This design comes from an exercise in tuning for small area, a short achievable clock period and few clock cycles per item on the open sky130 flow, not from production work. Only simulation tests tie the RTL to the original design; equivalence was not proved.

==> flow/design.v (outline; a module is shown in full before it is edited, if it fits) <==
// module serac_cascade: 3079 lines
module serac_cascade (
    input  wire        clk,
    input  wire        rst,         
    input  wire        cfg_we,
    input  wire [5:0]  cfg_addr,    
    input  wire [31:0] cfg_data,
    input  wire        clr_state,   
    input  wire        in_valid,
    output wire        in_ready,
    input  wire [31:0] in_x,
    output reg         out_valid,
    output reg  [31:0] out_y
);
  // ...
==> flow/flow/run.sh <==
#!/bin/bash
set -euo pipefail
bash standard.sh SETUP_SLACK_MARGIN=14 finish > standard_flow.log 2>&1
==> flow/standard.sh <==
#!/bin/bash
# synth_recipe.tcl (not shown) runs the flow's synth.tcl, then flattens the netlist and writes it again
# the make line also repeats each setting of config.mk as NAME=value (left out here)
make -C /OpenROAD-flow-scripts/flow DESIGN_CONFIG=/design/flow/config.mk WORK_HOME=/design/flow/orfs CLKGATE_MAP_FILE= SYNTH_SCRIPT=/design/flow/synth_recipe.tcl "${@:-finish}"
==> flow/config.mk <==
export PLATFORM = sky130hd
export DESIGN_NAME = serac_cascade
export DESIGN_NICKNAME = serac_cascade
export VERILOG_FILES = /design/flow/design.v
export SDC_FILE = /design/flow/constraint.sdc
export NUM_CORES = 8
export LEC_CHECK = 0
export CAP_MARGIN = 20
export CORE_MARGIN = 2
export CORE_UTILIZATION = 40
export PLACE_DENSITY = 0.6
export SETUP_SLACK_MARGIN = 0.5
export SLEW_MARGIN = 20
==> flow/constraint.sdc <==
create_clock -name core_clock -period 20.0 [get_ports {clk}]
set_input_delay 4.0000 -clock core_clock [delete_from_list [all_inputs] [get_ports {clk}]]
set_output_delay 4.0000 -clock core_clock [all_outputs]
set_load 0.01 [all_outputs]
==> summary.txt, run 1 <==
Post-synth EDFFs=between 2k and 2.5k; Inst Count DP=26.28k; Clock Buffer Count=about 470; DR vias/cell=between 6 and 7; Slew headroom=0.1289; row cnt=278; global route overflow=0; Layout Cells excl Fill=~27k; clock buffer depth=4; WL/cell=32.30 microns; root buf cell=clkbuf_16; flops & latches, synth=3202; largest net degree at the start of global routing=~110; WL final=just under 900 mm; top-area cell type share of the netlist area=0.2756; Gate Count Post-Synth=a little under 20k; main combinational cell family by area after synthesis=adder cells; Period minus WS final=about 6 ns; commonest non-fill, non-tap cell in the layout=a22oi_1; Logic inverters=2414; CP peak stage delay=between 0.5 and 0.6 ns; busiest grt layer=met2; leading post-synthesis cells by cell area=edfxtp_1, fa_1, dfxtp_1; critical-path maximum fanout=8; Die Height=about 760 microns; Final Slew Violations=0; GR Util met3=0.1040; Die ar.=583100 sq um; Met2 Wirelength=~380 mm; layout cells sized above 1=0.1209; sequential-to-total area share from yosys stat=0.3696; R2R setup slack=13.99 ns; status=complete, no violations
Testbench counts, summed over its fixed seeds: cycles 18,690, items 3,840.
==> inputs of run 2 (changes only) <==
==> flow/run.sh (new file) <==
#!/bin/bash
# synth_recipe.tcl (not shown) runs the flow's synth.tcl, then flattens the netlist and writes it again
# the make line also repeats each setting of config.mk as NAME=value (left out here)
make -C /OpenROAD-flow-scripts/flow DESIGN_CONFIG=/design/flow/config.mk WORK_HOME=/design/flow/orfs CLKGATE_MAP_FILE= SYNTH_SCRIPT=/design/flow/synth_recipe.tcl finish
removed: flow/flow/run.sh
removed: flow/standard.sh
==> summary.txt, run 2 <==
critical-path maximum fanout=47 (was 8); global route overflow=0 (unchanged); crit path kind=flip-flop to flip-flop (unchanged); sequential-to-total area share from yosys stat=0.3696 (unchanged); post-CTS sizing=0 (was 133); Die Height=763.6 microns (unchanged); clock buffer depth=4 (unchanged); FFs w/ async S/R, synth=0 (unchanged); Worst-path clk slew=0.07 ns (about the same); WL final=871.9 mm (was 874.1 mm); Vias=164.1k (was 164.6k); # hold bufs at CTS=0 (unchanged); Setup crit end kind=flip-flop (unchanged); initial drt markers=21.66k (was 21.47k); worst hold path type=flip-flop to flip-flop (unchanged); total track usage=0.2922 (was 0.2926); hpwl dp=567.1 mm (unchanged); first-pass detailed-route iteration total=10 (was 9); Mapped Area=230800 sq um (unchanged); worst slew pin tran=1.306 ns (was 1.297 ns); Post-synth top cells=a22oi_1, fa_1, inv_1 (unchanged); Post-synth EDFFs=2118 (unchanged); Die ar.=583100 sq um (unchanged); IO Port Bufs=108 (unchanged); Layout fillers=52.75k (was 52.58k); Worst-Skew Late Latency=1.06 ns (about the same); Final Setup Violations=0 (unchanged); Max-Cap Viols=0 (unchanged); status=complete, no violations (unchanged); Cell variety after synth=102 (unchanged); Startpoint Class=flip-flop (unchanged); syn_area_per_cell=11.66 sq um (unchanged); post-place setup slack=12.36 ns (unchanged); Initial Util=0.4021 (unchanged); fin nets=22.13k (was 22.21k); Num CTS Buffers=351 (unchanged); syn nets=22.85k (unchanged); CTS tree=done (unchanged); Slew headroom=0.1233 (was 0.1289); Post-DRT Antenna Nets=0 (unchanged); core area=573900 sq um (unchanged); commonest non-fill, non-tap cell in the layout=a22oi_1 (unchanged); commonest non-fill, non-tap cells in the layout=a22oi_1, fa_1, inv_1 (unchanged); flops & latches, synth=3202 (unchanged); Post-Route Setup TNS=0 ns (unchanged); top-level I/O count=109 (unchanged); setup bufs post-CTS=0 (was 45); leading post-synthesis cells by cell area=edfxtp_1, fa_1, dfxtp_1 (unchanged); Gate Count Post-Synth=19.79k (unchanged); initial antenna violation count=73 (was 71); unrepaired setup endpoints after global routing=no (was yes); die width=763.6 microns (unchanged); Top Registers=s1r x376, s2r x368 (unchanged); yosys warns=1 (unchanged); Tcrit/Tclk final=0.3842 (was 0.3003); CTS H-tree lvls=5 (unchanged); layout cells sized above 1=0.1079 (was 0.1209); # clock sinks=3202 (unchanged); DR vias/cell=6.082 (was 6.081); CP required=20.93 ns (was 20.94 ns); top cell type by total area after synthesis=edfxtp_1 (unchanged); top-area cell type share of the netlist area=0.2756 (unchanged); final hold vios=0 (unchanged); Period minus WS final=7.683 ns (was 6.007 ns); gpl congestion=0.9952 (unchanged); Top FF cell, synth=edfxtp_1 (unchanged); max FFs per register=376 (unchanged); count leader, synth=a22oi_1 (unchanged); highest clock rate=130.2 MHz (was 166.5 MHz); clock skew=0.09462 ns (was 0.09522 ns); first-pass GRT wire length=1236 mm (was 1238 mm); root buf cell=clkbuf_16 (unchanged); Reg area=85560 sq um (about the same); Post-route DRC=0 (unchanged); CP arrival=8.62 ns (was 6.94 ns); WL/cell=32.31 microns (was 32.30 microns); Final Slew Violations=0 (unchanged); synth-to-layout area growth=9.101% (was 9.975%); number of global-route vias before repair=168.3k (was 168.5k); area of the multi-input gates=130600 sq um (was 131900 sq um); row cnt=278 (unchanged); post-layout worst setup margin=12.32 ns (was 13.99 ns); largest net degree at the start of global routing=106 (unchanged); Most flops, register=s1r (unchanged)
## run 2: cell count changes in the layout (fill, tap and decap cells not counted), sizes merged
| cell | change |
|---|---|
| buf | -81 |
| clkdlybuf4s50 | +5 |
| dlygate4sd2 | -5 |
| diode | +4 |
| clkbuf | -1 |
| clkinvlp | -1 |
| inv | +1 |
| xnor2 | -1 |
## run 2: cell families after synthesis
| group | synth area share |
|---|---|
| multiplexers | 0.06026 |
| flip-flops | 0.3696 |
| AND/OR/NAND/NOR | 0.04114 |
| buffers and inverters | 0.06746 |
| AO/OA/AOI/OAI | 0.1094 |
| adder cells (fa/ha/maj) | 0.2407 |
| XOR/XNOR | 0.1114 |
## run 2: path summary, 6_finish.rpt
check / startpoint / to / slack, ns / depth (start not counted)
worst max-delay path: p0_B[28] / xd_A[8] / 12.32 / 21
worst min-delay path: secC[2] / secD[2] / 0.33 / 0
worst max register to register: p0_B[28] / xd_A[8] / 12.32 / 21
worst min register to register: secC[2] / secD[2] / 0.33 / 0
## run 2: per-layer routing
metal  up-vias  GRT usage  routed length (microns)
met5         -   0.002048                      713
met4        40     0.1559                    57630
met3      3129     0.1045                   114300
met2     11560     0.4404                   376300
met1     83720     0.3679                   323000
li1      65680          -                        -
## run 2: area by class of cell
class                           count  area share
Multi-Input combinational cell  12450      0.5187
Sequential cell                  3202      0.3398
Clock buffer                      473     0.03870
Tap cell                         7560     0.03757
Inverter                         2414     0.03603
Timing Repair Buffer              649     0.02062
Clock inverter                    183    0.008010
Antenna cell                       55   0.0005466
## run 2: through the flow
step                      hold slack (ns)  instances  utilization  cell area, sq um
after detailed placement           0.3150      26280       0.4179            239900
after global routing               0.3397      26960       0.4386            251700
after CTS                          0.3290      26930       0.4384            251600
after floorplan                    0.3096      19790            -            230800
after global placement             0.3131      26270       0.4178            239800
final                              0.3262      26990       0.4387            251800
## run 2: worst max-delay path: stages, from the launching register on
cell      delay (ns)
dfxtp_1         0.32
fa_1            0.53
ha_1            0.17
inv_1           0.06
fa_1            0.46
nand2b_1        0.23
a211oi_4        0.44
o211a_1         0.36
o211ai_1        0.23
nand3b_1        0.21
xor2_1          0.61
and4_1          0.39
nand4_1         0.28
o31a_1          0.39
a21oi_2         0.66
a21oi_1         0.39
inv_1           0.51
or3_1           0.20
a211oi_1        0.07
a31oi_4         0.16
buf_4           0.49
mux2_1          0.39

==> port drivers added, routing unchanged <==
How much do the figures lean on ideal ports? The routed layouts below were timed once more, with nothing changed but the port constraints.
Step 1 sets driving cells, clkbuf_16 on the clock port and buf_2 on the other inputs (assumed; they add their load-dependent delay and slew).
Step 2 moves the port delays by t, midway between the first and last clock arrival at a register: inputs arrive t later, outputs are due t later. That takes back most of the time a late clock gives input paths.
Three values: no drivers, after step 1, after step 2; two values: the first two.
| run | t, ns | setup slack, ns | worst setup path at the end | latest minus earliest clock arrival (ns) | pins driven straight from the clock port |
|---|---|---|---|---|---|
| run 1 | 1.156 | 13.993 / 13.909 / 13.993 | register to register | 0.100 / 0.099 | 1 |
| run 2 | 1.158 | 12.317 / 12.317 / 12.317 | register to register | 0.099 / 0.099 | 1 |
After both steps setup and hold are still met in every run listed.
